Source: an optimization exercise on an open RTL-to-GDS flow (aim: small area and a short achievable clock period). Production flows keep margins and buffers that such runs may drop.
Only simulation tests tie the RTL to the original design; equivalence was not proved.
No driver is modelled on the clock port, so clocking that relies on it looks cheaper here than on a real chip.

`design/flow/design.v`:
```
module trk_lane_rx (
    input  wire        clk,
    input  wire        rst,           
    input  wire        blk_valid,
    input  wire [1:0]  blk_sh,        
    input  wire [63:0] blk_pl,        
    input  wire [2:0]  cfg_lane,
    input  wire [1:0]  cfg_step,
    output reg         locked,
    output reg         dat_valid,
    output wire [7:0]  dat_idx,
    output wire [63:0] dat_pl,
    output reg         hdr_valid,
    output reg         hdr_ok,
    output reg  [47:0] hdr_fcnt,
    output reg  [15:0] hdr_claim,
    output reg  [3:0]  hdr_ql,
    output reg  [1:0]  hdr_step,
    output reg  [2:0]  hdr_state,
    output reg  [7:0]  hdr_msg,
    output reg         crc_valid,
    output reg         crc_ok
);
    reg  [57:0]  hist;
    wire [121:0] sbits = {blk_pl, hist};
    reg  [63:0]  desc;
    integer k;
    always @* for (k = 0; k < 64; k = k + 1) desc[k] = sbits[58 + k] ^ sbits[19 + k] ^ sbits[k];
    reg        lk;          
    reg        prev_hdr;    
    reg        bad_prev;    
    reg        have_prev;   
    reg  [7:0] cnt;         
    reg  [1:0] win;         
    reg  [4:0] err;         
    reg [63:0] dreg;        
    reg        t1_b0;       
    reg        t1_b1;       
    reg        t1_sh;       
    reg        t1_ls;       
    reg        t1_se;       
    reg        ok0;         
    reg [7:0]  z8;          
    reg [15:0] c16;         
    assign dat_pl  = dreg;
    assign dat_idx = cnt;
    wire [63:0] v8 = dreg;
    wire [7:0]  f8;
    wire q_64 = v8[20] ^ v8[28];
    wire q_65 = v8[5] ^ v8[21];
    wire q_66 = v8[33] ^ v8[42];
    wire q_67 = v8[11] ^ q_64;
    wire q_68 = v8[39] ^ v8[54];
    wire q_69 = v8[14] ^ q_66;
    wire q_70 = v8[63] ^ q_65;
    wire q_71 = v8[35] ^ v8[57];
    wire q_72 = v8[19] ^ v8[41];
    wire q_73 = v8[12] ^ v8[17];
    wire q_74 = v8[2] ^ v8[29];
    wire q_75 = v8[36] ^ v8[58];
    wire q_76 = v8[15] ^ v8[53];
    wire q_77 = v8[31] ^ q_70;
    wire q_78 = v8[1] ^ q_76;
    wire q_79 = v8[40] ^ v8[55];
    wire q_80 = v8[27] ^ q_79;
    wire q_81 = q_73 ^ q_77;
    wire q_82 = v8[16] ^ q_74;
    wire q_83 = v8[26] ^ q_68;
    wire q_84 = v8[34] ^ v8[59];
    wire q_85 = v8[10] ^ q_67;
    wire q_86 = v8[60] ^ q_69;
    wire q_87 = v8[61] ^ q_84;
    wire q_88 = v8[4] ^ v8[30];
    wire q_89 = v8[48] ^ q_86;
    wire q_90 = q_72 ^ q_88;
    wire q_91 = v8[49] ^ q_83;
    wire q_92 = q_71 ^ q_82;
    wire q_93 = v8[37] ^ q_85;
    wire q_94 = v8[22] ^ q_87;
    wire q_95 = v8[32] ^ v8[56];
    wire q_96 = v8[6] ^ q_80;
    wire q_97 = v8[23] ^ v8[62];
    wire q_98 = v8[8] ^ q_75;
    wire q_99 = q_78 ^ q_97;
    wire q_100 = v8[51] ^ q_81;
    wire q_101 = v8[24] ^ v8[50];
    wire q_102 = v8[18] ^ q_95;
    wire q_103 = v8[38] ^ q_90;
    wire q_104 = q_94 ^ q_96;
    wire q_105 = v8[0] ^ v8[3];
    wire q_106 = v8[7] ^ q_92;
    wire q_107 = v8[25] ^ q_99;
    wire q_108 = v8[47] ^ q_93;
    wire q_109 = v8[43] ^ v8[44];
    wire q_110 = v8[46] ^ q_91;
    wire q_111 = v8[13] ^ v8[52];
    wire q_112 = v8[30] ^ q_100;
    wire q_113 = q_106 ^ q_109;
    wire q_114 = v8[56] ^ q_98;
    wire q_115 = v8[62] ^ q_108;
    wire q_116 = v8[9] ^ v8[45];
    wire q_117 = q_101 ^ q_115;
    wire q_118 = q_107 ^ q_110;
    wire q_119 = q_102 ^ q_111;
    wire q_120 = v8[0] ^ v8[2];
    wire q_121 = v8[9] ^ v8[10];
    wire q_122 = v8[25] ^ v8[28];
    wire q_123 = v8[53] ^ q_75;
    wire q_124 = q_120 ^ q_121;
    wire q_125 = q_122 ^ q_80;
    wire q_126 = q_83 ^ q_123;
    wire q_127 = q_124 ^ q_103;
    wire q_128 = q_119 ^ q_125;
    wire q_129 = q_126 ^ q_89;
    wire q_130 = q_127 ^ q_128;
    wire q_131 = q_100 ^ q_129;
    wire q_132 = q_130 ^ q_131;
    wire q_133 = v8[1] ^ v8[19];
    wire q_134 = v8[59] ^ q_105;
    wire q_135 = q_133 ^ q_70;
    wire q_136 = q_134 ^ q_92;
    wire q_137 = q_114 ^ q_135;
    wire q_138 = q_89 ^ q_136;
    wire q_139 = q_137 ^ q_138;
    wire q_140 = q_139 ^ q_117;
    wire q_141 = v8[7] ^ v8[20];
    wire q_142 = v8[38] ^ v8[40];
    wire q_143 = v8[47] ^ v8[52];
    wire q_144 = q_71 ^ q_141;
    wire q_145 = q_142 ^ q_143;
    wire q_146 = q_87 ^ q_144;
    wire q_147 = q_145 ^ q_146;
    wire q_148 = q_89 ^ q_147;
    wire q_149 = q_118 ^ q_148;
    wire q_150 = q_112 ^ q_149;
    wire q_151 = v8[18] ^ v8[26];
    wire q_152 = v8[36] ^ v8[42];
    wire q_153 = v8[46] ^ v8[54];
    wire q_154 = q_116 ^ q_151;
    wire q_155 = q_152 ^ q_153;
    wire q_156 = q_82 ^ q_154;
    wire q_157 = q_155 ^ q_156;
    wire q_158 = q_81 ^ q_104;
    wire q_159 = q_157 ^ q_158;
    wire q_160 = q_159 ^ q_117;
    wire q_161 = v8[16] ^ v8[17];
    wire q_162 = v8[27] ^ v8[33];
    wire q_163 = v8[35] ^ v8[44];
    wire q_164 = v8[60] ^ v8[61];
    wire q_165 = q_65 ^ q_116;
    wire q_166 = q_161 ^ q_162;
    wire q_167 = q_163 ^ q_164;
    wire q_168 = q_90 ^ q_98;
    wire q_169 = q_165 ^ q_166;
    wire q_170 = q_167 ^ q_85;
    wire q_171 = q_168 ^ q_169;
    wire q_172 = q_170 ^ q_171;
    wire q_173 = q_118 ^ q_172;
    wire q_174 = v8[3] ^ v8[13];
    wire q_175 = v8[15] ^ v8[24];
    wire q_176 = v8[41] ^ v8[45];
    wire q_177 = v8[55] ^ q_64;
    wire q_178 = q_66 ^ q_68;
    wire q_179 = q_174 ^ q_175;
    wire q_180 = q_176 ^ q_177;
    wire q_181 = q_178 ^ q_179;
    wire q_182 = q_94 ^ q_114;
    wire q_183 = q_180 ^ q_181;
    wire q_184 = q_182 ^ q_183;
    wire q_185 = q_113 ^ q_184;
    wire q_186 = q_112 ^ q_185;
    wire q_187 = v8[12] ^ v8[21];
    wire q_188 = v8[34] ^ v8[50];
    wire q_189 = v8[54] ^ v8[58];
    wire q_190 = q_95 ^ q_187;
    wire q_191 = q_188 ^ q_189;
    wire q_192 = q_67 ^ q_190;
    wire q_193 = q_191 ^ q_86;
    wire q_194 = q_96 ^ q_99;
    wire q_195 = q_103 ^ q_192;
    wire q_196 = q_193 ^ q_194;
    wire q_197 = q_195 ^ q_113;
    wire q_198 = q_196 ^ q_197;
    wire q_199 = v8[5] ^ v8[29];
    wire q_200 = v8[31] ^ v8[43];
    wire q_201 = v8[57] ^ q_72;
    wire q_202 = q_105 ^ q_199;
    wire q_203 = q_200 ^ q_69;
    wire q_204 = q_78 ^ q_201;
    wire q_205 = q_202 ^ q_91;
    wire q_206 = q_119 ^ q_203;
    wire q_207 = q_204 ^ q_93;
    wire q_208 = q_104 ^ q_205;
    wire q_209 = q_206 ^ q_207;
    wire q_210 = q_208 ^ q_209;
    assign f8[0] = q_132;
    assign f8[1] = q_140;
    assign f8[2] = q_150;
    assign f8[3] = q_160;
    assign f8[4] = q_173;
    assign f8[5] = q_186;
    assign f8[6] = q_198;
    assign f8[7] = q_210;
    wire [7:0]  zin;
    wire z_16 = f8[3] ^ dreg[58];
    wire z_17 = f8[5] ^ dreg[61];
    wire z_18 = f8[0] ^ dreg[57];
    wire z_19 = f8[4] ^ z_17;
    wire z_20 = f8[1] ^ z_18;
    wire z_21 = dreg[63] ^ z_16;
    wire z_22 = dreg[59] ^ z_19;
    wire z_23 = dreg[62] ^ z_22;
    wire z_24 = f8[6] ^ z_16;
    wire z_25 = z_20 ^ z_21;
    wire z_26 = f8[1] ^ f8[2];
    wire z_27 = dreg[60] ^ z_17;
    wire z_28 = z_26 ^ z_24;
    wire z_29 = z_27 ^ z_28;
    wire z_30 = f8[1] ^ f8[7];
    wire z_31 = dreg[56] ^ dreg[58];
    wire z_32 = z_30 ^ z_31;
    wire z_33 = z_32 ^ z_22;
    wire z_34 = dreg[61] ^ z_25;
    wire z_35 = z_24 ^ z_23;
    wire z_36 = f8[6] ^ f8[7];
    wire z_37 = z_18 ^ z_36;
    wire z_38 = z_19 ^ z_37;
    wire z_39 = f8[0] ^ f8[2];
    wire z_40 = f8[7] ^ dreg[59];
    wire z_41 = z_39 ^ z_40;
    wire z_42 = z_21 ^ z_41;
    wire z_43 = f8[4] ^ dreg[60];
    wire z_44 = z_43 ^ z_25;
    wire z_45 = f8[2] ^ dreg[56];
    wire z_46 = dreg[63] ^ z_45;
    wire z_47 = z_20 ^ z_46;
    wire z_48 = z_47 ^ z_23;
    assign zin[0] = z_29;
    assign zin[1] = ~z_33;
    assign zin[2] = z_34;
    assign zin[3] = ~z_35;
    assign zin[4] = ~z_38;
    assign zin[5] = ~z_42;
    assign zin[6] = ~z_44;
    assign zin[7] = ~z_48;
    wire [63:0] v16;
    wire [15:0] f16;
    genvar gi;
    generate for (gi = 0; gi < 16; gi = gi + 1) begin : g_inj
        assign v16[gi] = dreg[gi] ^ (c16[15 - gi] | (cnt == 8'd2));
    end endgenerate
    assign v16[63:16] = dreg[63:16];
    wire p_64 = v16[10] ^ v16[33];
    wire p_65 = v16[9] ^ v16[41];
    wire p_66 = v16[11] ^ v16[34];
    wire p_67 = v16[8] ^ v16[37];
    wire p_68 = v16[1] ^ v16[39];
    wire p_69 = v16[2] ^ v16[38];
    wire p_70 = v16[4] ^ v16[40];
    wire p_71 = v16[12] ^ v16[35];
    wire p_72 = v16[3] ^ p_65;
    wire p_73 = v16[46] ^ v16[54];
    wire p_74 = v16[43] ^ v16[51];
    wire p_75 = v16[5] ^ v16[6];
    wire p_76 = v16[0] ^ v16[44];
    wire p_77 = v16[7] ^ v16[36];
    wire p_78 = v16[42] ^ v16[50];
    wire p_79 = v16[47] ^ v16[55];
    wire p_80 = v16[45] ^ v16[53];
    wire p_81 = p_64 ^ p_68;
    wire p_82 = v16[31] ^ p_67;
    wire p_83 = v16[18] ^ p_66;
    wire p_84 = v16[16] ^ v16[32];
    wire p_85 = v16[52] ^ p_76;
    wire p_86 = v16[49] ^ p_72;
    wire p_87 = v16[48] ^ p_70;
    wire p_88 = v16[28] ^ p_71;
    wire p_89 = v16[20] ^ p_77;
    wire p_90 = v16[15] ^ p_82;
    wire p_91 = v16[59] ^ p_79;
    wire p_92 = v16[25] ^ p_69;
    wire p_93 = v16[13] ^ v16[57];
    wire p_94 = p_75 ^ p_86;
    wire p_95 = v16[14] ^ p_73;
    wire p_96 = v16[24] ^ p_81;
    wire p_97 = v16[27] ^ p_78;
    wire p_98 = v16[23] ^ v16[30];
    wire p_99 = v16[19] ^ p_87;
    wire p_100 = p_66 ^ p_74;
    wire p_101 = v16[58] ^ p_89;
    wire p_102 = v16[9] ^ p_80;
    wire p_103 = v16[29] ^ p_85;
    wire p_104 = v16[56] ^ p_71;
    wire p_105 = v16[0] ^ p_84;
    wire p_106 = v16[22] ^ p_103;
    wire p_107 = v16[8] ^ p_83;
    wire p_108 = v16[21] ^ p_88;
    wire p_109 = p_97 ^ p_101;
    wire p_110 = v16[61] ^ p_93;
    wire p_111 = v16[17] ^ p_96;
    wire p_112 = v16[26] ^ p_64;
    wire p_113 = v16[15] ^ p_72;
    wire p_114 = p_90 ^ p_102;
    wire p_115 = p_74 ^ p_92;
    wire p_116 = v16[48] ^ p_104;
    wire p_117 = p_94 ^ p_112;
    wire p_118 = p_91 ^ p_111;
    wire p_119 = v16[10] ^ p_109;
    wire p_120 = p_91 ^ p_113;
    wire p_121 = v16[56] ^ v16[60];
    wire p_122 = v16[6] ^ v16[14];
    wire p_123 = p_81 ^ p_105;
    wire p_124 = p_98 ^ p_123;
    wire p_125 = v16[21] ^ p_80;
    wire p_126 = p_79 ^ p_107;
    wire p_127 = p_100 ^ p_119;
    wire p_128 = v16[12] ^ p_121;
    wire p_129 = v16[5] ^ p_92;
    wire p_130 = p_78 ^ p_110;
    wire p_131 = v16[62] ^ p_127;
    wire p_132 = v16[40] ^ p_126;
    wire p_133 = v16[7] ^ p_118;
    wire p_134 = v16[17] ^ p_69;
    wire p_135 = v16[11] ^ v16[63];
    wire p_136 = v16[32] ^ p_106;
    wire p_137 = v16[26] ^ p_67;
    wire p_138 = v16[1] ^ p_114;
    wire p_139 = v16[4] ^ p_125;
    wire p_140 = p_77 ^ p_85;
    wire p_141 = v16[27] ^ p_87;
    wire p_142 = v16[49] ^ p_129;
    wire p_143 = p_108 ^ p_135;
    wire p_144 = v16[19] ^ p_130;
    wire p_145 = v16[58] ^ p_95;
    wire p_146 = p_70 ^ p_131;
    wire p_147 = v16[32] ^ p_141;
    wire p_148 = p_82 ^ p_133;
    wire p_149 = v16[2] ^ p_99;
    wire p_150 = v16[23] ^ p_115;
    wire p_151 = v16[5] ^ v16[14];
    wire p_152 = v16[30] ^ v16[41];
    wire p_153 = v16[55] ^ v16[59];
    wire p_154 = p_74 ^ p_151;
    wire p_155 = p_152 ^ p_153;
    wire p_156 = p_154 ^ p_155;
    wire p_157 = p_90 ^ p_140;
    wire p_158 = p_156 ^ p_143;
    wire p_159 = p_157 ^ p_158;
    wire p_160 = v16[13] ^ v16[29];
    wire p_161 = v16[30] ^ v16[35];
    wire p_162 = v16[54] ^ p_122;
    wire p_163 = p_160 ^ p_161;
    wire p_164 = p_162 ^ p_163;
    wire p_165 = p_164 ^ p_146;
    wire p_166 = v16[29] ^ v16[34];
    wire p_167 = v16[39] ^ v16[53];
    wire p_168 = p_166 ^ p_167;
    wire p_169 = p_88 ^ p_168;
    wire p_170 = p_169 ^ p_144;
    wire p_171 = p_117 ^ p_170;
    wire p_172 = v16[28] ^ v16[33];
    wire p_173 = v16[52] ^ p_65;
    wire p_174 = p_172 ^ p_128;
    wire p_175 = p_173 ^ p_107;
    wire p_176 = p_174 ^ p_142;
    wire p_177 = p_147 ^ p_175;
    wire p_178 = p_176 ^ p_177;
    wire p_179 = v16[3] ^ v16[11];
    wire p_180 = v16[26] ^ v16[51];
    wire p_181 = p_179 ^ p_180;
    wire p_182 = p_181 ^ p_147;
    wire p_183 = p_182 ^ p_148;
    wire p_184 = v16[10] ^ v16[39];
    wire p_185 = v16[44] ^ v16[50];
    wire p_186 = v16[52] ^ p_75;
    wire p_187 = p_84 ^ p_184;
    wire p_188 = p_185 ^ p_137;
    wire p_189 = p_186 ^ p_187;
    wire p_190 = p_145 ^ p_188;
    wire p_191 = p_189 ^ p_120;
    wire p_192 = p_143 ^ p_150;
    wire p_193 = p_190 ^ p_191;
    wire p_194 = p_192 ^ p_193;
    wire p_195 = v16[22] ^ v16[24];
    wire p_196 = p_93 ^ p_195;
    wire p_197 = p_95 ^ p_196;
    wire p_198 = p_197 ^ p_142;
    wire p_199 = p_138 ^ p_198;
    wire p_200 = p_199 ^ p_146;
    wire p_201 = p_98 ^ p_122;
    wire p_202 = p_137 ^ p_201;
    wire p_203 = p_86 ^ p_96;
    wire p_204 = p_116 ^ p_139;
    wire p_205 = p_140 ^ p_202;
    wire p_206 = p_144 ^ p_203;
    wire p_207 = p_204 ^ p_205;
    wire p_208 = p_206 ^ p_207;
    wire p_209 = v16[13] ^ v16[60];
    wire p_210 = p_209 ^ p_89;
    wire p_211 = p_116 ^ p_210;
    wire p_212 = p_94 ^ p_150;
    wire p_213 = p_211 ^ p_132;
    wire p_214 = p_136 ^ p_212;
    wire p_215 = p_213 ^ p_214;
    wire p_216 = v16[22] ^ p_73;
    wire p_217 = p_75 ^ p_78;
    wire p_218 = p_100 ^ p_216;
    wire p_219 = p_217 ^ p_108;
    wire p_220 = p_218 ^ p_149;
    wire p_221 = p_219 ^ p_220;
    wire p_222 = p_221 ^ p_148;
    wire p_223 = v16[38] ^ v16[47];
    wire p_224 = p_73 ^ p_223;
    wire p_225 = p_83 ^ p_224;
    wire p_226 = p_139 ^ p_225;
    wire p_227 = p_94 ^ p_109;
    wire p_228 = p_124 ^ p_226;
    wire p_229 = p_227 ^ p_228;
    wire p_230 = v16[20] ^ v16[35];
    wire p_231 = v16[46] ^ v16[57];
    wire p_232 = p_80 ^ p_230;
    wire p_233 = p_231 ^ p_134;
    wire p_234 = p_232 ^ p_90;
    wire p_235 = p_99 ^ p_233;
    wire p_236 = p_234 ^ p_235;
    wire p_237 = p_117 ^ p_136;
    wire p_238 = p_236 ^ p_237;
    wire p_239 = v16[25] ^ v16[45];
    wire p_240 = v16[63] ^ p_68;
    wire p_241 = p_239 ^ p_83;
    wire p_242 = p_104 ^ p_105;
    wire p_243 = p_240 ^ p_241;
    wire p_244 = p_242 ^ p_120;
    wire p_245 = p_149 ^ p_243;
    wire p_246 = p_244 ^ p_245;
    wire p_247 = v16[3] ^ v16[15];
    wire p_248 = v16[31] ^ v16[62];
    wire p_249 = p_69 ^ p_76;
    wire p_250 = p_247 ^ p_248;
    wire p_251 = p_249 ^ p_250;
    wire p_252 = p_145 ^ p_251;
    wire p_253 = p_111 ^ p_252;
    wire p_254 = p_132 ^ p_253;
    wire p_255 = v16[7] ^ v16[37];
    wire p_256 = v16[43] ^ p_255;
    wire p_257 = p_95 ^ p_102;
    wire p_258 = p_110 ^ p_134;
    wire p_259 = p_256 ^ p_257;
    wire p_260 = p_258 ^ p_124;
    wire p_261 = p_259 ^ p_260;
    wire p_262 = v16[6] ^ v16[13];
    wire p_263 = v16[36] ^ v16[38];
    wire p_264 = v16[42] ^ p_84;
    wire p_265 = p_262 ^ p_263;
    wire p_266 = p_128 ^ p_264;
    wire p_267 = p_265 ^ p_266;
    wire p_268 = p_106 ^ p_267;
    wire p_269 = p_138 ^ p_268;
    assign f16[0] = p_159;
    assign f16[1] = p_165;
    assign f16[2] = p_171;
    assign f16[3] = p_178;
    assign f16[4] = p_183;
    assign f16[5] = p_194;
    assign f16[6] = p_200;
    assign f16[7] = p_208;
    assign f16[8] = p_215;
    assign f16[9] = p_222;
    assign f16[10] = p_229;
    assign f16[11] = p_238;
    assign f16[12] = p_246;
    assign f16[13] = p_254;
    assign f16[14] = p_261;
    assign f16[15] = p_269;
    wire hdr_good = ok0 && t1_sh && t1_ls && (dreg[7:0] == 8'h47) && (f8 == z8);
    wire hdr_lost = t1_b1 && bad_prev && !hdr_good;
    wire t1_take  = dat_valid || t1_b0 || t1_b1;
    wire se_lost  = t1_take && t1_se && (err == 5'd31);
    wire lk_eff   = lk && !hdr_lost && !se_lost;
    wire is_hdr   = (blk_sh == 2'b01);
    wire is_dat   = (blk_sh == 2'b10);
    wire nb0      = (cnt == 8'd255);     
    wire nb1      = (cnt == 8'd0);       
    wire take     = blk_valid && lk_eff;
    wire lock_now = blk_valid && !lk_eff && is_hdr && prev_hdr;
    always @(posedge clk) begin
        if (blk_valid) hist <= blk_pl[63:6];
        dreg   <= desc;
        t1_sh  <= is_hdr;
        t1_se  <= (nb0 || nb1) ? !is_hdr : !is_dat;
        t1_ls  <= (desc[30:28] == cfg_lane) && (desc[33:32] == cfg_step);
        hdr_claim <= dreg[23:8];
        hdr_ql    <= dreg[27:24];
        hdr_step  <= dreg[33:32];
        hdr_state <= dreg[36:34];
        hdr_msg   <= dreg[47:40];
        hdr_ok    <= hdr_good;
        crc_ok    <= (dreg[63:48] == c16);
        if (t1_b0) begin
            z8  <= zin;
            ok0 <= t1_sh && (dreg[7:0] == 8'hB8);
            hdr_fcnt <= dreg[55:8];
        end
        if (dat_valid) c16 <= f16;
        if (lock_now) cnt <= 8'd1;
        else if (take) cnt <= cnt + 8'd1;
        if (lock_now) begin
            win <= 2'd0; err <= 5'd0; bad_prev <= 1'b0; have_prev <= 1'b0;
        end else begin
            if (t1_take) begin
                if (t1_b1) win <= win + 2'd1;
                err <= (t1_b1 && win == 2'd3) ? 5'd0 : err + {4'd0, t1_se};
            end
            if (t1_b1) bad_prev <= !hdr_good;
            if (take && cnt == 8'd254) have_prev <= 1'b1;
        end
        if (rst) begin
            lk <= 1'b0; prev_hdr <= 1'b0; locked <= 1'b0;
            dat_valid <= 1'b0; t1_b0 <= 1'b0; t1_b1 <= 1'b0;
            hdr_valid <= 1'b0; crc_valid <= 1'b0;
        end else begin
            if (blk_valid) prev_hdr <= is_hdr;
            lk        <= lk_eff || lock_now;
            locked    <= lk_eff;
            dat_valid <= take && !nb0 && !nb1;
            t1_b0     <= take && nb0;
            t1_b1     <= take && nb1;
            hdr_valid <= t1_b1;
            crc_valid <= t1_b1 && hdr_good && have_prev;
        end
    end
endmodule
```
`design/flow/flow/run.sh`:
```
#!/bin/bash
# Layout: the standard ORFS flow (standard.sh) with extra make settings from flow/params.sh:
# a smaller port-buffer cell, timing repair aimed at a tighter setup margin, smaller clock-tree
# clusters, and a two-level clock tree (flow/cts_post.tcl).
set -euo pipefail
source flow/params.sh
bash standard.sh "${ARGS[@]}" "POST_CTS_TCL=$PWD/flow/cts_post.tcl" finish > standard_flow.log 2>&1
```
`design/flow/flow/cts_post.tcl`:
```
# After CTS: take out the H-tree's branch level and drive the leaf clock
# buffers from four root buffers on the clock port, one per quarter of the
# leaves, each placed at the middle of its leaves. Every flip-flop stays two
# like buffers from the clock port.
set block [ord::get_db_block]
set root [$block findInst clkbuf_0_clk]
if {$root != "NULL"} {
  set rootnet [[$root findITerm X] getNet]
  set clknet [[$root findITerm A] getNet]
  foreach inst [$block getInsts] {
    if {![string match "clkbuf_1_*" [$inst getName]]} { continue }
    if {[[$inst findITerm A] getNet] != $rootnet} { continue }
    set onet [[$inst findITerm X] getNet]
    foreach it [$onet getITerms] {
      if {[$it getInst] == $inst} { continue }
      $it disconnect
      $it connect $rootnet
    }
    puts "cts_post: removed [$inst getName]"
    odb::dbInst_destroy $inst
    odb::dbNet_destroy $onet
  }
  set leaves {}
  foreach it [$rootnet getITerms] { if {[$it getInst] != $root} { lappend leaves $it } }
  proc cmp_x {a b} { return [expr {[lindex [[$a getInst] getLocation] 0] - [lindex [[$b getInst] getLocation] 0]}] }
  proc cmp_y {a b} { return [expr {[lindex [[$a getInst] getLocation] 1] - [lindex [[$b getInst] getLocation] 1]}] }
  set sx [lsort -command cmp_x $leaves]
  set h [expr {[llength $sx] / 2}]
  set groups {}
  foreach part [list [lrange $sx 0 [expr {$h - 1}]] [lrange $sx $h end]] {
    set sy [lsort -command cmp_y $part]
    set q [expr {[llength $sy] / 2}]
    lappend groups [lrange $sy 0 [expr {$q - 1}]] [lrange $sy $q end]
  }
  set i 0
  foreach g $groups {
    if {[llength $g] == 0} { continue }
    if {$i == 0} {
      set r $root; set n $rootnet
    } else {
      set r [odb::dbInst_create $block [$root getMaster] "clkbuf_0_${i}_clk"]
      set n [odb::dbNet_create $block "clknet_0_${i}_clk"]
      $n setSigType CLOCK
      [$r findITerm A] connect $clknet
      [$r findITerm X] connect $n
    }
    set sxx 0; set syy 0; set k 0
    foreach it $g {
      if {$i != 0} { $it disconnect; $it connect $n }
      set l [[$it getInst] getLocation]
      incr sxx [lindex $l 0]; incr syy [lindex $l 1]; incr k
    }
    $r setLocation [expr {$sxx / $k}] [expr {$syy / $k}]
    $r setPlacementStatus PLACED
    puts "cts_post: [$r getName] drives $k leaves"
    incr i
  }
  detailed_placement
  check_placement -verbose
  estimate_parasitics -placement
  report_clock_latency
}
```
`design/flow/flow/params.sh`:
```
ARGS=("BUFFER_PORTS_ARGS=-buffer_cell sky130_fd_sc_hd__buf_2" SETUP_SLACK_MARGIN=9.7 TNS_END_PERCENT=0 CTS_CLUSTER_SIZE=25 CTS_CLUSTER_DIAMETER=100)
```
`design/flow/standard.sh`:
```
#!/bin/bash
# synth_recipe.tcl (not shown) runs the flow's synth.tcl, then flattens the netlist and writes it again
# the make line also repeats each setting of config.mk as NAME=value (left out here)
make -C /OpenROAD-flow-scripts/flow DESIGN_CONFIG=/design/flow/config.mk WORK_HOME=/design/flow/orfs CLKGATE_MAP_FILE= SYNTH_SCRIPT=/design/flow/synth_recipe.tcl "${@:-finish}"
```
`design/flow/config.mk`:
```
export PLATFORM = sky130hd
export DESIGN_NAME = trk_lane_rx
export DESIGN_NICKNAME = trk_lane_rx
export VERILOG_FILES = /design/flow/design.v
export SDC_FILE = /design/flow/constraint.sdc
export NUM_CORES = 4
export LEC_CHECK = 0
export CAP_MARGIN = 20
export CORE_MARGIN = 2
export CORE_UTILIZATION = 40
export SLEW_MARGIN = 20
```
`design/flow/constraint.sdc`:
```
create_clock -name core_clock -period 13.5 [get_ports {clk}]
set_input_delay 2.7000 -clock core_clock [delete_from_list [all_inputs] [get_ports {clk}]]
set_output_delay 2.7000 -clock core_clock [all_outputs]
set_load 0.01 [all_outputs]
```
==> metrics.md, run 1 <==
| Metric | Value |
|---|---|
| R2R Path Start | `dreg[53]` |
| Final setup fails | `0` |
| Max incr delay on CP | `between 0.5 and 0.6 ns` |
| DR pass1 iterations | `5` |
| Ports | `between 200 and 250` |
| Setup crit end | `dat_pl[45]` |
| Grt met1 use | `0.288` |
| Startpoint types | `register` |
| Outcome | `finished clean` |
| Slew @ Worst Pin | `approximately 0.92 ns` |
| Sequential fraction of the synthesis area | `0.508` |
| Post-synth top flop | `edfxtp_1` |
| CP cell instances | `buf_2` |
| Largest area contributor in the netlist | `edfxtp_1` |
| Busiest metal layer after global routing | `met2` |
| Share of the synthesized area in the top cell type | `0.309` |
| Area delta synth->final | `17.2%` |
| Final net count | `~1,300` |
| Min-delay worst type | `reg2reg` |
| R2r endpoint | `cnt[5]` |
| Starting DRC count in detailed routing | `between 400 and 500` |
| Dpl hpwl | `28.6 mm` |
| Clock-pin slew on the worst setup and hold paths | `0.09 ns` |
| Routing usage on met3 | `0.0477` |
| Mapped Area | `approximately 13,000 µm²` |
| Grt total ovfl | `0` |
| First-pass GRT wire length | `53.1 mm` |
| Netlist cell types | `42` |
| Worst Setup Path Type | `reg2out` |
| Final WL | `around 37 mm` |
| Max-capacitance violation count | `0` |
| Critical Path Sink Type | `output pin` |
| Crit path from | `dreg[45]` |
| CTS tree | `yes` |
| Cells after synthesis | `roughly 970` |
| Post-DR wirelength/cell | `~23 µm` |
| Final period util | `0.275` |
| Antenna Cells | `0` |
| Starting Density | `0.405` |
| Global-route met2 utilization | `0.371` |
| Worst EP required | `~11 ns` |
| Most common cell in the netlist | `xnor2_1` |
| Port Buffer Count | `232` |
| Xor/xnor share of the synthesized area | `0.417` |
| Via count | `between 7,000 and 8,000` |
| Yosys reg bits | `approximately 260` |
| Max stage delay cell, worst path | `dfxtp_2` |
| Post-synthesis simple-gate area fraction | `0.0386` |
| Slew Limit Fails | `0` |
| Setup TNS | `0 ns` |
| Max Clock Freq | `between 0.2 and 0.3 GHz` |
| Top Family by Delay on Critical Path | `flip-flops` |
| Yosys Warn Count | `1` |
| Clock Skew | `0.0215 ns` |
| Post-DRT Antenna Nets | `0` |
| Hold_ws | `0.453 ns` |
| Adder-cell share of the synthesized area | `0.00589` |
| CP arrival | `between 1 and 1.5 ns` |
| Vias per cell | `just under 5` |
| Largest family of logic cells by synthesized area | `XOR/XNOR gates` |
| Layout Utilization | `0.474` |
| Mean post-synth cell area | `roughly 13 µm²` |
| Fraction of layout instances using a drive strength above 1 | `0.284` |
| Vias in the first global route | `7,994` |
| Post-synthesis mux area share | `0.00314` |
| # rows | `65` |
| Synth top area cells | `edfxtp_1 (31%), xnor2_1 (29%), dfxtp_1 (20%)` |
| Final worst path period need | `roughly 3.7 ns` |
| Die area | `about 33,000 µm²` |
| Crit-path max FO | `6` |
| CP Depth | `1` |
| Asr flop ratio synth | `0` |
| Buf+Inv Stages, Crit Path | `1` |
| Final Hold Violating Endpoints | `0` |
| RD Place Congestion | `~0.9` |
| Complex-gate fraction of the synthesized area | `0.0127` |
| RSZ-0062 raised after global routing | `yes` |
| R2r setup slk | `9.90 ns` |
| Worst slew margin | `0.387` |
| Most frequent cells after synthesis | `xnor2_1 (426), edfxtp_1 (131), dfxtp_1 (127)` |
| CORE AREA | `between 30,000 and 40,000 µm²` |
| DRC | `0` |
| Die X | `182 µm` |
| Synthesized Nets | `between 1,000 and 1,500` |
| Clk latency of the worst-skew pair | `about 0.32 ns` |
| Initial antenna violation count | `1` |
| Reg2reg path depth | `10` |
| Pin count of the biggest net entering global routing | `60` |
| Chip height | `between 150 and 200 µm` |
| Post-synth EDFFs | `around 130` |
| Clock sinks | `258` |
| Gr usage total | `0.224` |
state kept, by name, indices dropped and copies added (netlist names), 3 cells and up:
register,cells
dreg,64
hist,58
hdr_fcnt,48
c16,16
hdr_claim,16
cnt,8
hdr_msg,8
z8,8
err,5
hdr_ql,4
hdr_state,3
worst min path at each step:
| stage | slack (ns) | depth (start not counted) | endpoint | startpoint |
|---|---|---|---|---|
| 2_1_floorplan | 0.40 | 0 | hdr_claim[12] | dreg[20] |
| 3_3_place_gp | 0.43 | 2 | have_prev | have_prev |
| 3_5_place_dp | 0.45 | 2 | have_prev | have_prev |
| 5_1_grt | 0.45 | 0 | hdr_step[0] | dreg[32] |
| 6_report | 0.45 | 0 | hdr_claim[1] | dreg[9] |
layout by cell type (no fill, tap or decap), drive strengths merged, types with 11 or more instances in the layout:
cell type | netlist | final
buf | 18 | 237
clkbuf | 16 | 24
nand3 | 13 | 13
edfxtp | 131 | 131
dfxtp | 127 | 127
a21oi | 11 | 11
nor2 | 32 | 32
xnor3 | 31 | 31
xor2 | 83 | 83
xnor2 | 430 | 430
routing by layer:
layer	wire [µm]	share of wire	vias to the layer above
li1	-	-	3633
met1	15700	0.42	3819
met2	17600	0.47	265
met3	2390	0.065	57
met4	1330	0.036	0
met5	0	0	-
worst register-to-register path, cell delays in order, from the launching register on:
cell	delay, ns
dfxtp_2	0.51
xnor3_1	0.50
xnor2_2	0.28
xnor2_2	0.19
xnor3_2	0.54
xor2_1	0.19
o2111ai_2	0.20
nor3_4	0.32
o21ai_4	0.19
or4_1	0.49
a21oi_1	0.15
cell type report, without the clock buffers:
type / instances / area [µm²]
buffer: 3 / 75.1
clock inverter: 2 / 22.5
fill: 2833 / 16500
inverter: 5 / 18.8
multi-input combinational: 676 / 6110
sequential: 258 / 6620
tap: 402 / 503
timing repair buffer: 238 / 1220
kinds of logic after synthesis:
kind of cell / Yosys count
simple gates: 95
fa+ha+maj: 6
flops: 258
xor+xnor: 546
mux: 4
compound gates: 25
buf+inv: 39
per-stage QoR:
stage / instances / setup WS (ns) / instance area (µm²)
detailed placement: 1577 / 9.39 / 14300
global placement: 1577 / 9.38 / 14300
global route: 1604 / 9.68 / 14900
floorplan: 973 / 9.71 / 12700
finish: 1604 / 9.79 / 14900
==> inputs of run 2 (changes only) <==
==> design/flow/flow/params.sh (replaced) <==
ARGS=("BUFFER_PORTS_ARGS=-buffer_cell sky130_fd_sc_hd__buf_2" SETUP_SLACK_MARGIN=9.7 TNS_END_PERCENT=0 CTS_CLUSTER_SIZE=25 CTS_CLUSTER_DIAMETER=100 SLEW_MARGIN=70)
==> metrics.md, run 2 <==
| Metric | Value |
|---|---|
| Outcome | `finished clean` |
| Yosys Warn Count | `1 (unchanged)` |
| Startpoint types | `register` |
| Starting DRC count in detailed routing | `589 (+26%)` |
| CORE AREA | `31,500 µm² (unchanged)` |
| Sequential fraction of the synthesis area | `0.508 (unchanged)` |
| Die X | `182 µm (unchanged)` |
| Synth top area cells | `edfxtp_1 (31%), xnor2_1 (29%), dfxtp_1 (20%)` |
| Dpl hpwl | `29.0 mm (+1.4%)` |
| Die area | `33,300 µm² (unchanged)` |
| CP cell instances | `buf_2` |
| Slew @ Worst Pin | `0.484 ns (-0.435 ns)` |
| CP arrival | `1.05 ns (+0.04 ns)` |
| Complex-gate fraction of the synthesized area | `0.0127 (unchanged)` |
| Initial antenna violation count | `1 (unchanged)` |
| Mapped Area | `12,700 µm² (unchanged)` |
| Area delta synth->final | `20.6%` |
| Final Hold Violating Endpoints | `0 (unchanged)` |
| Most frequent cells after synthesis | `xnor2_1 (426), edfxtp_1 (131), dfxtp_1 (127)` |
| Max-capacitance violation count | `0 (unchanged)` |
| Top Family by Delay on Critical Path | `flip-flops` |
| Final WL | `37.1 mm (+0.41%)` |
| Max incr delay on CP | `0.54 ns (+0.02 ns)` |
| Largest Register | `dreg` |
| Asr flop ratio synth | `0 (unchanged)` |
| Via count | `7,744 (-0.39%)` |
| Yosys reg bits | `258 (unchanged)` |
| RSZ-0062 raised after global routing | `yes` |
| Grt total ovfl | `0 (unchanged)` |
| Post-synth EDFFs | `131 (unchanged)` |
| Synthesized Nets | `1,053 (unchanged)` |
| Final period util | `0.278 (+0.00288)` |
| Fraction of layout instances using a drive strength above 1 | `0.316 (+0.0328)` |
| Vias in the first global route | `8,016 (+0.28%)` |
| Gr usage total | `0.225 (+0.00122)` |
| Final setup margin | `9.75 ns (-0.0388 ns)` |
| Mean post-synth cell area | `13.1 µm² (unchanged)` |
| Port Buffer Count | `232 (unchanged)` |
| Clock-pin slew on the worst setup and hold paths | `0.09 ns (about the same)` |
| DRC | `0 (unchanged)` |
| Final net count | `1,279 (+0.39%)` |
| Crit-path max FO | `6 (unchanged)` |
| Setup TNS | `0 ns (unchanged)` |
| Post-synthesis simple-gate area fraction | `0.0386 (unchanged)` |
| Worst Setup Path Type | `reg2out` |
| Post-synth top flop | `edfxtp_1` |
| R2r setup slk | `9.84 ns (-0.06 ns)` |
| Slew Limit Fails | `0 (unchanged)` |
| Final worst path period need | `3.75 ns (+0.0388 ns)` |
| Share of the synthesized area in the top cell type | `0.309 (unchanged)` |
| Critical Path Sink Type | `output pin` |
| RD Place Congestion | `0.885 (unchanged)` |
| Post-DR wirelength/cell | `23.1 µm (about the same)` |
| Adder-cell share of the synthesized area | `0.00589 (unchanged)` |
| Starting Density | `0.405 (unchanged)` |
| Fillers | `2,760 (-2.6%)` |
| Ports | `233 (unchanged)` |
| Clock sinks | `258 (unchanged)` |
| Clk latency of the worst-skew pair | `0.32 ns (about the same)` |
| Final setup fails | `0 (unchanged)` |
| Worst slew margin | `0.674 (+0.286)` |
| Max Clock Freq | `0.267 GHz (-1.0%)` |
| Most common cell after layout, fill and taps aside | `xnor2_1` |
| Largest area contributor in the netlist | `edfxtp_1` |
| Post-Layout Cell Count | `1,609 (+0.31%)` |
| Min-delay worst type | `reg2reg` |
| Xor/xnor share of the synthesized area | `0.417 (unchanged)` |
| Pin count of the biggest net entering global routing | `57 (-5.0%)` |
| Post-DRT Antenna Nets | `0 (unchanged)` |
| CTS tree | `yes` |
| Largest family of logic cells by synthesized area | `XOR/XNOR gates` |
| First-pass GRT wire length | `53.1 mm (about the same)` |
| # rows | `65 (unchanged)` |
| Biggest regs | `dreg: 64 flops, hist: 58 flops, hdr_fcnt: 48 flops` |
| Vias per cell | `4.81 (-0.70%)` |
| Max stage delay cell, worst path | `dfxtp_2` |
| Largest register FFs | `64 (unchanged)` |
| Dpl ws | `9.39 ns (-0.00411 ns)` |
| Commonest non-fill, non-tap cells in the layout | `xnor2_1 (398), buf_2 (231), edfxtp_1 (131)` |
| Buf+Inv Stages, Crit Path | `1 (unchanged)` |
| Netlist cell types | `42 (unchanged)` |
| Clock Skew | `0.0203 ns (-0.00119 ns)` |
| Antenna Cells | `0 (unchanged)` |
| Post-synthesis mux area share | `0.00314 (unchanged)` |
| Worst EP required | `10.80 ns (about the same)` |
| Placed Cells incl. Taps | `1,580 (+0.19%)` |
| Chip height | `182 µm (unchanged)` |
| Cells after synthesis | `973 (unchanged)` |
| Most common cell in the netlist | `xnor2_1` |
| DR pass1 iterations | `5 (unchanged)` |
run 2: cell families after synthesis:
| logic type | count (synthesis) |
|---|---|
| buf+inv | 39 |
| mux | 4 |
| simple gates | 95 |
| fa+ha+maj | 6 |
| compound gates | 25 |
| xor+xnor | 546 |
| flops | 258 |
run 2: stage by stage:
step,utilization,area (µm²),hold slack (ns)
3_3_place_gp,0.454,14300,0.434
6_report,0.488,15400,0.451
5_1_grt,0.488,15400,0.457
3_5_place_dp,0.465,14600,0.448
2_1_floorplan,-,12700,0.399
run 2: final timing paths:
| check | start | to | depth (start not counted) |
|---|---|---|---|
| max | dreg[6] | dat_pl[6] | 1 |
| min | dreg[25] | hdr_ql[1] | 0 |
| max reg2reg | dreg[53] | cnt[5] | 11 |
| min reg2reg | dreg[25] | hdr_ql[1] | 0 |
run 2: area by class of cell, without the clock buffers:
class	instances	area, µm²	share of cell area
Tap cell	402	503	0.0327
Inverter	5	18.8	0.00122
Clock inverter	2	23.8	0.00155
Sequential cell	258	6630	0.431
Timing Repair Buffer	243	1350	0.0876
Multi-Input combinational cell	676	6420	0.418
Buffer	3	75.1	0.00489
run 2: layer usage:
metal / global-route usage / wire [µm] / share of wire
met4: 0.0652 / 1080 / 0.029
met1: 0.291 / 15600 / 0.42
met2: 0.380 / 18000 / 0.48
met5: 0 / 0 / 0
met3: 0.0471 / 2450 / 0.066
==> inputs of run 3 (changes only) <==
==> design/flow/flow/params.sh (replaced) <==
ARGS=("BUFFER_PORTS_ARGS=-buffer_cell sky130_fd_sc_hd__buf_2" SETUP_SLACK_MARGIN=9.7 TNS_END_PERCENT=0 CTS_CLUSTER_SIZE=25 CTS_CLUSTER_DIAMETER=100 SLEW_MARGIN=50)
==> metrics.md, run 3 <==
| Metric | Value |
|---|---|
| Pin count of the biggest net entering global routing | `57 (unchanged)` |
| Crit path from | `dreg[45]` |
| Gr usage total | `0.225 (+0.000267)` |
| CP Depth | `1 (unchanged)` |
| R2r endpoint | `cnt[7]` |
| Post-synth top flop | `edfxtp_1` |
| Yosys reg bits | `258 (unchanged)` |
| Asr flop ratio synth | `0 (unchanged)` |
| R2r setup slk | `9.91 ns (+0.07 ns)` |
| Placed cell area | `14,300 µm² (-2.1%)` |
| Setup TNS | `0 ns (unchanged)` |
| HP Start | `dreg[17]` |
| Most frequent cells after synthesis | `xnor2_1 (426), edfxtp_1 (131), dfxtp_1 (127)` |
| Mapped Area | `12,700 µm² (unchanged)` |
| Post-DR wirelength/cell | `23.2 µm (+0.34%)` |
| Biggest regs | `dreg: 64 flops, hist: 58 flops, hdr_fcnt: 48 flops` |
| Synth top area cells | `edfxtp_1 (31%), xnor2_1 (29%), dfxtp_1 (20%)` |
| Via count | `7,731 (-0.17%)` |
| Sequential fraction of the synthesis area | `0.508 (unchanged)` |
| Die area | `33,300 µm² (unchanged)` |
| Antenna Cells | `0 (unchanged)` |
| # rows | `65 (unchanged)` |
| Final period util | `0.275 (-0.00237)` |
| Clock sinks | `258 (unchanged)` |
| Critical Path Sink Type | `output pin` |
| Chip height | `182 µm (unchanged)` |
| Cells after synthesis | `973 (unchanged)` |
| Dpl ws | `9.38 ns (-0.00380 ns)` |
| Post-synth EDFFs | `131 (unchanged)` |
| Max stage delay cell, worst path | `dfxtp_2` |
| Synthesized Nets | `1,053 (unchanged)` |
| Max incr delay on CP | `0.52 ns (-0.02 ns)` |
| Final setup fails | `0 (unchanged)` |
| Starting Density | `0.405 (unchanged)` |
| Fraction of layout instances using a drive strength above 1 | `0.288 (-0.0283)` |
| RSZ-0062 raised after global routing | `yes` |
| Xor/xnor share of the synthesized area | `0.417 (unchanged)` |
| Die X | `182 µm (unchanged)` |
| DR pass1 iterations | `4 (-1)` |
| CTS tree | `yes` |
| Min-delay worst type | `reg2reg` |
| CP cell instances | `buf_2` |
| Max Clock Freq | `0.269 GHz (+0.86%)` |
| Complex-gate fraction of the synthesized area | `0.0127 (unchanged)` |
| Clock-pin slew on the worst setup and hold paths | `0.10 ns (about the same)` |
| Most common cell after layout, fill and taps aside | `xnor2_1` |
| Layout Utilization | `0.477 (-0.0114)` |
| Top Family by Delay on Critical Path | `flip-flops` |
| Crit-path max FO | `6 (unchanged)` |
| Post-synthesis simple-gate area fraction | `0.0386 (unchanged)` |
| Reg2reg path depth | `10 (-1)` |
| First-pass GRT wire length | `53.5 mm (+0.75%)` |
| Post-synthesis mux area share | `0.00314 (unchanged)` |
| Port Buffer Count | `232 (unchanged)` |
| Commonest non-fill, non-tap cells in the layout | `xnor2_1 (423), buf_2 (231), edfxtp_1 (131)` |
| Worst EP required | `10.80 ns (about the same)` |
| Worst Setup Path Type | `reg2out` |
| Outcome | `finished clean` |
| CP arrival | `1.02 ns (-0.03 ns)` |
| Dpl hpwl | `28.9 mm (-0.43%)` |
| Final net count | `1,276 (-0.23%)` |
| Ports | `233 (unchanged)` |
| Slew Limit Fails | `0 (unchanged)` |
| DRC | `0 (unchanged)` |
| CORE AREA | `31,500 µm² (unchanged)` |
| Yosys Warn Count | `1 (unchanged)` |
| Final WL | `37.2 mm (+0.15%)` |
| Post-DRT Antenna Nets | `0 (unchanged)` |
| Clk latency of the worst-skew pair | `0.32 ns (about the same)` |
| Startpoint types | `register` |
| Mean post-synth cell area | `13.1 µm² (unchanged)` |
| Most common cell in the netlist | `xnor2_1` |
| Final worst path period need | `3.72 ns (-0.0320 ns)` |
| Area delta synth->final | `17.8%` |
| Netlist cell types | `42 (unchanged)` |
| Largest family of logic cells by synthesized area | `XOR/XNOR gates` |
| Worst slew margin | `0.574 (-0.0996)` |
| R2R Path Start | `dreg[61]` |
| Largest area contributor in the netlist | `edfxtp_1` |
| Share of the synthesized area in the top cell type | `0.309 (unchanged)` |
| Fin area | `15,000 µm² (-2.3%)` |
| Vias in the first global route | `7,989 (-0.34%)` |
| Initial antenna violation count | `1 (unchanged)` |
| Final setup margin | `9.78 ns (+0.0320 ns)` |
| Largest register FFs | `64 (unchanged)` |
| Clock Skew | `0.0208 ns (+0.000479 ns)` |
| Final Hold Violating Endpoints | `0 (unchanged)` |
| Vias per cell | `4.81 (about the same)` |
| Setup crit end | `dat_pl[45]` |
| Fillers | `2,818 (+2.1%)` |
| Largest Register | `dreg` |
| Max-capacitance violation count | `0 (unchanged)` |
| Grt total ovfl | `0 (unchanged)` |
| RD Place Congestion | `0.885 (unchanged)` |
| Slew @ Worst Pin | `0.634 ns (+0.150 ns)` |
| Buf+Inv Stages, Crit Path | `1 (unchanged)` |
| Starting DRC count in detailed routing | `419 (-29%)` |
| Adder-cell share of the synthesized area | `0.00589 (unchanged)` |
run 3: metrics by stage:
step / hold slack, ns / cells
after floorplan: 0.399 / 973
after global placement: 0.434 / 1577
after detailed placement: 0.458 / 1579
after global routing: 0.471 / 1606
final: 0.459 / 1606
run 3: worst min path at each step:
stage          slack [ns]  cells after the start            end
2_1_floorplan        0.40                      0  hdr_claim[12]
3_3_place_gp         0.43                      2      have_prev
3_5_place_dp         0.46                      2      have_prev
5_1_grt              0.47                      0   hdr_claim[5]
6_report             0.46                      0   hdr_claim[9]
run 3: cells by family after synthesis:
group,after synthesis
AND/OR/NAND/NOR,95
AO/OA/AOI/OAI,25
XOR/XNOR,546
multiplexers,4
flip-flops,258
adder cells (fa/ha/maj),6
buffers and inverters,39
run 3: cell type report, without the clock buffers:
type	instances	area (µm²)	share of cell area
clock inverter	2	25.0	0.00167
tap	402	503	0.0335
sequential	258	6620	0.441
buffer	3	75.1	0.00500
timing repair buffer	240	1270	0.0845
multi-input combinational	676	6140	0.409
inverter	5	18.8	0.00125
run 3: layer usage:
| metal | vias to the layer above | global-route usage | wire length, µm |
|---|---|---|---|
| met5 | - | 0 | 0 |
| met4 | 0 | 0.0871 | 1440 |
| met2 | 246 | 0.367 | 17500 |
| met3 | 60 | 0.0481 | 2260 |
| met1 | 3789 | 0.294 | 16000 |
| li1 | 3636 | - | - |
==> inputs of run 4 (changes only) <==
==> design/flow/flow/params.sh (replaced) <==
ARGS=("BUFFER_PORTS_ARGS=-buffer_cell sky130_fd_sc_hd__buf_2" SETUP_SLACK_MARGIN=9.7 TNS_END_PERCENT=0 CTS_CLUSTER_SIZE=25 CTS_CLUSTER_DIAMETER=100 CORE_UTILIZATION=60 PLACE_DENSITY=0.7)
==> metrics.md, run 4 <==
| Metric | Value |
|---|---|
| Post-synthesis simple-gate area fraction | `0.0386 (unchanged)` |
| DR pass1 iterations | `5 (+1)` |
| Vias per cell | `5.31 (+10%)` |
| RSZ-0062 raised after global routing | `yes` |
| Pin count of the biggest net entering global routing | `62 (+8.8%)` |
| # rows | `53 (-18%)` |
| Layout Utilization | `0.710 (+0.233)` |
| CP cell instances | `clkbuf_4 -> buf_16 -> inv_1 -> nor2_4 -> o21ai_4 -> or4_1 -> a21oi_1` |
| Die X | `150 µm (-18%)` |
| Clk latency of the worst-skew pair | `0.33 ns (about the same)` |
| Synth top area cells | `edfxtp_1 (31%), xnor2_1 (29%), dfxtp_1 (20%)` |
| Mean post-synth cell area | `13.1 µm² (unchanged)` |
| Max-capacitance violation count | `0 (unchanged)` |
| Max Clock Freq | `0.266 GHz (-1.1%)` |
| Final Hold Violating Endpoints | `0 (unchanged)` |
| Sequential fraction of the synthesis area | `0.508 (unchanged)` |
| Post-synth EDFFs | `131 (unchanged)` |
| Max incr delay on CP | `0.50 ns (-0.02 ns)` |
| Dpl hpwl | `26.3 mm (-9.0%)` |
| Initial antenna violation count | `2 (+1)` |
| Vias in the first global route | `7,855 (-1.7%)` |
| Largest Register | `dreg` |
| Worst EP required | `13.74 ns (+2.94 ns)` |
| Xor/xnor share of the synthesized area | `0.417 (unchanged)` |
| Via count | `7,916 (+2.4%)` |
| Max stage delay cell, worst path | `or4_1` |
| DRC | `0 (unchanged)` |
| Starting Density | `0.608 (+0.203)` |
| Port Buffer Count | `232 (unchanged)` |
| Final setup fails | `0 (unchanged)` |
| CTS tree | `yes` |
| Min-delay worst type | `reg2reg` |
| Netlist cell types | `42 (unchanged)` |
| Asr flop ratio synth | `0 (unchanged)` |
| Chip height | `150 µm (-18%)` |
| RD Place Congestion | `0.928 (+4.9%)` |
| Final net count | `1,287 (+0.86%)` |
| CP arrival | `4.00 ns (+2.98 ns)` |
| Largest area contributor in the netlist | `edfxtp_1` |
| Outcome | `finished clean` |
| Synthesized Nets | `1,053 (unchanged)` |
| Commonest non-fill, non-tap cells in the layout | `xnor2_1 (425), buf_2 (230), edfxtp_1 (131)` |
| Post-synth top flop | `edfxtp_1` |
| Setup TNS | `0 ns (unchanged)` |
| Most common cell in the netlist | `xnor2_1` |
| Fraction of layout instances using a drive strength above 1 | `0.288 (about the same)` |
| Crit-path max FO | `10 (+4)` |
| Post-Layout Cell Count | `1,491 (-7.2%)` |
| Post-synthesis mux area share | `0.00314 (unchanged)` |
| Most frequent cells after synthesis | `xnor2_1 (426), edfxtp_1 (131), dfxtp_1 (127)` |
| Share of the synthesized area in the top cell type | `0.309 (unchanged)` |
| Clock sinks | `258 (unchanged)` |
| Grt total ovfl | `0 (unchanged)` |
| Ports | `233 (unchanged)` |
| Startpoint types | `input port` |
| Die area | `22,400 µm² (-33%)` |
| Slew @ Worst Pin | `1.01 ns (+0.372 ns)` |
| Post-DRT Antenna Nets | `0 (unchanged)` |
| Complex-gate fraction of the synthesized area | `0.0127 (unchanged)` |
| Gr usage total | `0.308 (+0.0832)` |
| Biggest regs | `dreg: 64 flops, hist: 58 flops, hdr_fcnt: 48 flops` |
| Clock-pin slew on the worst setup and hold paths | `0.10 ns (about the same)` |
| Final WL | `34.5 mm (-7.2%)` |
| First-pass GRT wire length | `48.7 mm (-9.0%)` |
| Yosys reg bits | `258 (unchanged)` |
| Adder-cell share of the synthesized area | `0.00589 (unchanged)` |
| Largest register FFs | `64 (unchanged)` |
| Final period util | `0.278 (+0.00294)` |
| Mapped Area | `12,700 µm² (unchanged)` |
| Area delta synth->final | `16.8%` |
| CORE AREA | `21,000 µm² (-33%)` |
| Placed Cells incl. Taps | `1,452 (-8.0%)` |
| Most common cell after layout, fill and taps aside | `xnor2_1` |
| Critical Path Sink Type | `register` |
| Starting DRC count in detailed routing | `558 (+33%)` |
| Final worst path period need | `3.76 ns (+0.0397 ns)` |
| Largest family of logic cells by synthesized area | `XOR/XNOR gates` |
| Cells after synthesis | `973 (unchanged)` |
| Worst Setup Path Type | `in2reg` |
| Clock Skew | `0.0383 ns (+0.0175 ns)` |
| Post-DR wirelength/cell | `23.1 µm (about the same)` |
| Yosys Warn Count | `1 (unchanged)` |
| Worst slew margin | `0.324 (-0.250)` |
| Slew Limit Fails | `0 (unchanged)` |
-- run 4: cell counts after synthesis --
Identical to the previous run, type by type.
-- run 4: cells by family (layout without fill, tap and decap cells) --
logic type      Yosys count  after routing
xor+xnor                546            546
flops                   258            258
mux                       4              4
buf+inv                  39            280
simple gates             95             95
other cells               0              1
compound gates           25             26
fa+ha+maj                 6              6
-- run 4: per-stage QoR --
| step | worst slack (ns) | area (µm²) | hold WS [ns] |
|---|---|---|---|
| after floorplan | 9.71 | 12700 | 0.399 |
| after global placement | 8.91 | 14100 | 0.431 |
| after detailed placement | 8.88 | 14100 | 0.436 |
| after global routing | 9.67 | 14900 | 0.438 |
| final | 9.74 | 14900 | 0.436 |
-- run 4: worst max-delay path: cells and delay by family --
family	cells	cell delay (ns)
AND/OR/NAND/NOR	2	0.63
buffers and inverters	3	0.41
AO/OA/AOI/OAI	2	0.26
-- run 4: path summary, 6_finish.rpt --
check	from	endpoint	slack, ns	depth (start not counted)
setup / recovery	blk_valid	cnt[7]	9.74	7
hold reg to reg	dreg[17]	hdr_claim[9]	0.44	0
hold / removal	dreg[17]	hdr_claim[9]	0.44	0
setup reg to reg	dreg[21]	cnt[7]	9.81	10
-- run 4: layer usage --
layer	track usage	up-vias	part of all wire
met3	0.0701	67	0.075
li1	-	3652	-
met5	0	-	0
met4	0.123	0	0.035
met1	0.396	3846	0.40
met2	0.510	351	0.49
-- run 4: area by class of cell, without the clock buffers --
class / instances / area (µm²)
fill: 1553 / 6070
inverter: 5 / 18.8
sequential: 258 / 6580
clock inverter: 3 / 41.3
buffer: 3 / 75.1
timing repair buffer: 250 / 1380
antenna: 1 / 2.50
multi-input combinational: 677 / 6120
tap: 275 / 344
==> inputs of run 5 (changes only) <==
==> design/flow/flow/params.sh (replaced) <==
ARGS=("BUFFER_PORTS_ARGS=-buffer_cell sky130_fd_sc_hd__buf_2" SETUP_SLACK_MARGIN=9.7 TNS_END_PERCENT=0 CTS_CLUSTER_SIZE=25 CTS_CLUSTER_DIAMETER=100 CORE_UTILIZATION=70 PLACE_DENSITY=0.8)
==> metrics.md, run 5 <==
| Metric | Value |
|---|---|
| Outcome | `finished clean` |
| CTS tree | `yes` |
| Cells after synthesis | `973 (unchanged)` |
| Placed cell area | `14,100 µm² (-0.41%)` |
| Starting DRC count in detailed routing | `677 (+21%)` |
| Clock-pin slew on the worst setup and hold paths | `0.10 ns (about the same)` |
| Max-capacitance violation count | `0 (unchanged)` |
| Max Clock Freq | `0.259 GHz (-2.7%)` |
| First-pass GRT wire length | `51.5 mm (+5.8%)` |
| Final WL | `37.1 mm (+7.5%)` |
| Most common cell after layout, fill and taps aside | `xnor2_1` |
| Final net count | `1,289 (+0.16%)` |
| Ports | `233 (unchanged)` |
| Largest register FFs | `64 (unchanged)` |
| Clk latency of the worst-skew pair | `0.34 ns (about the same)` |
| Fin area | `14,800 µm² (-0.27%)` |
| Final period util | `0.286 (+0.00765)` |
| Critical Path Sink Type | `register` |
| Post-synth top flop | `edfxtp_1` |
| Chip height | `139 µm (-7.2%)` |
| Post-Layout Cell Count | `1,446 (-3.0%)` |
| Yosys Warn Count | `1 (unchanged)` |
| Pin count of the biggest net entering global routing | `62 (unchanged)` |
| Setup TNS | `0 ns (unchanged)` |
| Post-DR wirelength/cell | `25.7 µm (+11%)` |
| Fraction of layout instances using a drive strength above 1 | `0.292 (+0.00364)` |
| Gr usage total | `0.366 (+0.0577)` |
| Antenna Cells | `0 (-1)` |
| CORE AREA | `17,900 µm² (-15%)` |
| Worst Setup Path Type | `in2reg` |
| Die area | `19,300 µm² (-14%)` |
| Slew Limit Fails | `0 (unchanged)` |
| Largest Register | `dreg` |
| Starting Density | `0.712 (+0.104)` |
| Hold path depth | `0 (unchanged)` |
| Clock Skew | `0.0490 ns (+0.0107 ns)` |
| Initial antenna violation count | `0 (-2)` |
| DR pass1 iterations | `5 (unchanged)` |
| HP Start | `dreg[43]` |
| R2R Path Start | `dreg[57]` |
| Final worst path period need | `3.86 ns (+0.103 ns)` |
| DRC | `0 (unchanged)` |
| Port Buffer Count | `232 (unchanged)` |
| Share of the synthesized area in the top cell type | `0.309 (unchanged)` |
| Via count | `8,412 (+6.3%)` |
| Biggest regs | `dreg: 64 flops, hist: 58 flops, hdr_fcnt: 48 flops` |
| Final setup fails | `0 (unchanged)` |
| Mean post-synth cell area | `13.1 µm² (unchanged)` |
| Placed Cells incl. Taps | `1,406 (-3.2%)` |
| Final Hold Violating Endpoints | `0 (unchanged)` |
| Yosys reg bits | `258 (unchanged)` |
| Largest area contributor in the netlist | `edfxtp_1` |
| CP arrival | `4.08 ns (+0.08 ns)` |
| Die X | `139 µm (-7.2%)` |
| Reg2reg path depth | `11 (+1)` |
| Fillers | `986 (-37%)` |
| Most common cell in the netlist | `xnor2_1` |
| Vias in the first global route | `8,398 (+6.9%)` |
| Crit-path max FO | `12 (+2)` |
| Min-delay worst type | `reg2reg` |
| R2r setup slk | `9.75 ns (-0.06 ns)` |
| Worst EP required | `13.72 ns (-0.02 ns)` |
| Mapped Area | `12,700 µm² (unchanged)` |
| Hold_ws | `0.432 ns (-0.00351 ns)` |
| Most frequent cells after synthesis | `xnor2_1 (426), edfxtp_1 (131), dfxtp_1 (127)` |
| Area delta synth->final | `16.5%` |
| Commonest non-fill, non-tap cells in the layout | `xnor2_1 (424), buf_2 (231), edfxtp_1 (131)` |
| Vias per cell | `5.82 (+9.6%)` |
| # rows | `49 (-7.5%)` |
| RSZ-0062 raised after global routing | `no` |
| Asr flop ratio synth | `0 (unchanged)` |
| Dpl hpwl | `26.3 mm (about the same)` |
| Startpoint types | `input port` |
| Sequential fraction of the synthesis area | `0.508 (unchanged)` |
| Worst slew margin | `0.438 (+0.114)` |
| Post-DRT Antenna Nets | `0 (unchanged)` |
| R2r endpoint | `cnt[7]` |
| Netlist cell types | `42 (unchanged)` |
| Clock sinks | `258 (unchanged)` |
| Synthesized Nets | `1,053 (unchanged)` |
| Post-synth EDFFs | `131 (unchanged)` |
| Hold endpoint | `hdr_msg[3]` |
| Grt total ovfl | `0 (unchanged)` |
| RD Place Congestion | `0.972 (+4.7%)` |
| Slew @ Worst Pin | `0.843 ns (-0.164 ns)` |
| Synth top area cells | `edfxtp_1 (31%), xnor2_1 (29%), dfxtp_1 (20%)` |
## run 5: logic make-up (layout without fill, tap and decap cells)
group                      count (synthesis)  after routing  share of synthesized area
buffers and inverters                     39            282                     0.0145
adders and majority gates                  6              6                    0.00589
AOI/OAI and AO/OA                         25             26                     0.0127
DFF                                      258            258                      0.508
xor gates and xnor gates                 546            546                      0.417
and+or+nand+nor                           95             95                     0.0386
muxes                                      4              4                    0.00314
## run 5: worst max-delay path by stage
stage	end	cells after the start	startpoint	slack [ns]
finish	cnt[7]	7	blk_valid	9.64
global route	cnt[7]	10	dreg[26]	9.58
detailed placement	cnt[7]	7	blk_valid	8.86
global placement	cnt[5]	7	blk_valid	8.92
floorplan	cnt[5]	6	blk_sh[0]	9.71
## run 5: cell type report, without the clock buffers
class | instances | area (µm²) | share of cell area
buffer | 3 | 75.1 | 0.00506
tap | 229 | 287 | 0.0193
clock inverter | 3 | 36.3 | 0.00244
inverter | 5 | 18.8 | 0.00126
multi-input combinational | 677 | 6130 | 0.413
sequential | 258 | 6590 | 0.444
timing repair buffer | 252 | 1380 | 0.0931
## run 5: layer usage
layer | routed length (µm) | up-vias | share of wire | track usage
li1 | - | 3664 | - | -
met1 | 13300 | 4099 | 0.36 | 0.454
met2 | 18500 | 535 | 0.50 | 0.617
met3 | 3410 | 114 | 0.092 | 0.0732
met4 | 1890 | 0 | 0.051 | 0.184
met5 | 0 | - | 0 | 0
## run 5: per-stage QoR
stage	worst slack, ns	util
floorplan	9.71	-
global placement	8.92	0.786
detailed placement	8.86	0.786
global route	9.58	0.829
finish	9.64	0.829
## run 5: critical path: stages
cell,delay (ns)
buf_4,0.17
buf_16,0.16
inv_1,0.08
nor2_4,0.13
o21ai_4,0.11
or4_1,0.50
a21oi_1,0.22

-- separate check: timing with driven ports --
The flow's constraints put no driver on any port. The routed layouts listed below were extracted and timed again, unchanged, in two steps.
Step 1 (the two cells are an assumption about what drives the block):
set clk [get_ports {clk}]
set_driving_cell -lib_cell sky130_fd_sc_hd__clkbuf_16 $clk
set_driving_cell -lib_cell sky130_fd_sc_hd__buf_2 [delete_from_list [all_inputs] $clk]
Step 2 adds t to the input delays and takes it off the output delays; t is the mean of the earliest and latest rising clock arrival at the registers after step 1. Input paths then give back, and output paths get back, about the clock's delay inside the block.
Three values: no drivers, after step 1, after step 2; two values: the first two.
run	t, ns	setup WS [ns]	cell pins on the clock port's net
run 1	0.403	9.789 / 9.690 / 9.486	4
run 2	0.415	9.750 / 9.645 / 9.444	4
run 3	0.412	9.782 / 9.679 / 9.472	4
run 4	0.413	9.743 / 9.644 / 9.404	4
run 5	0.413	9.639 / 9.644 / 9.305	4
After both steps setup and hold are still met in every run listed. For run 4, which loses most, drivers alone change the setup slack by -0.099 ns; drivers and shift together by -0.339 ns.
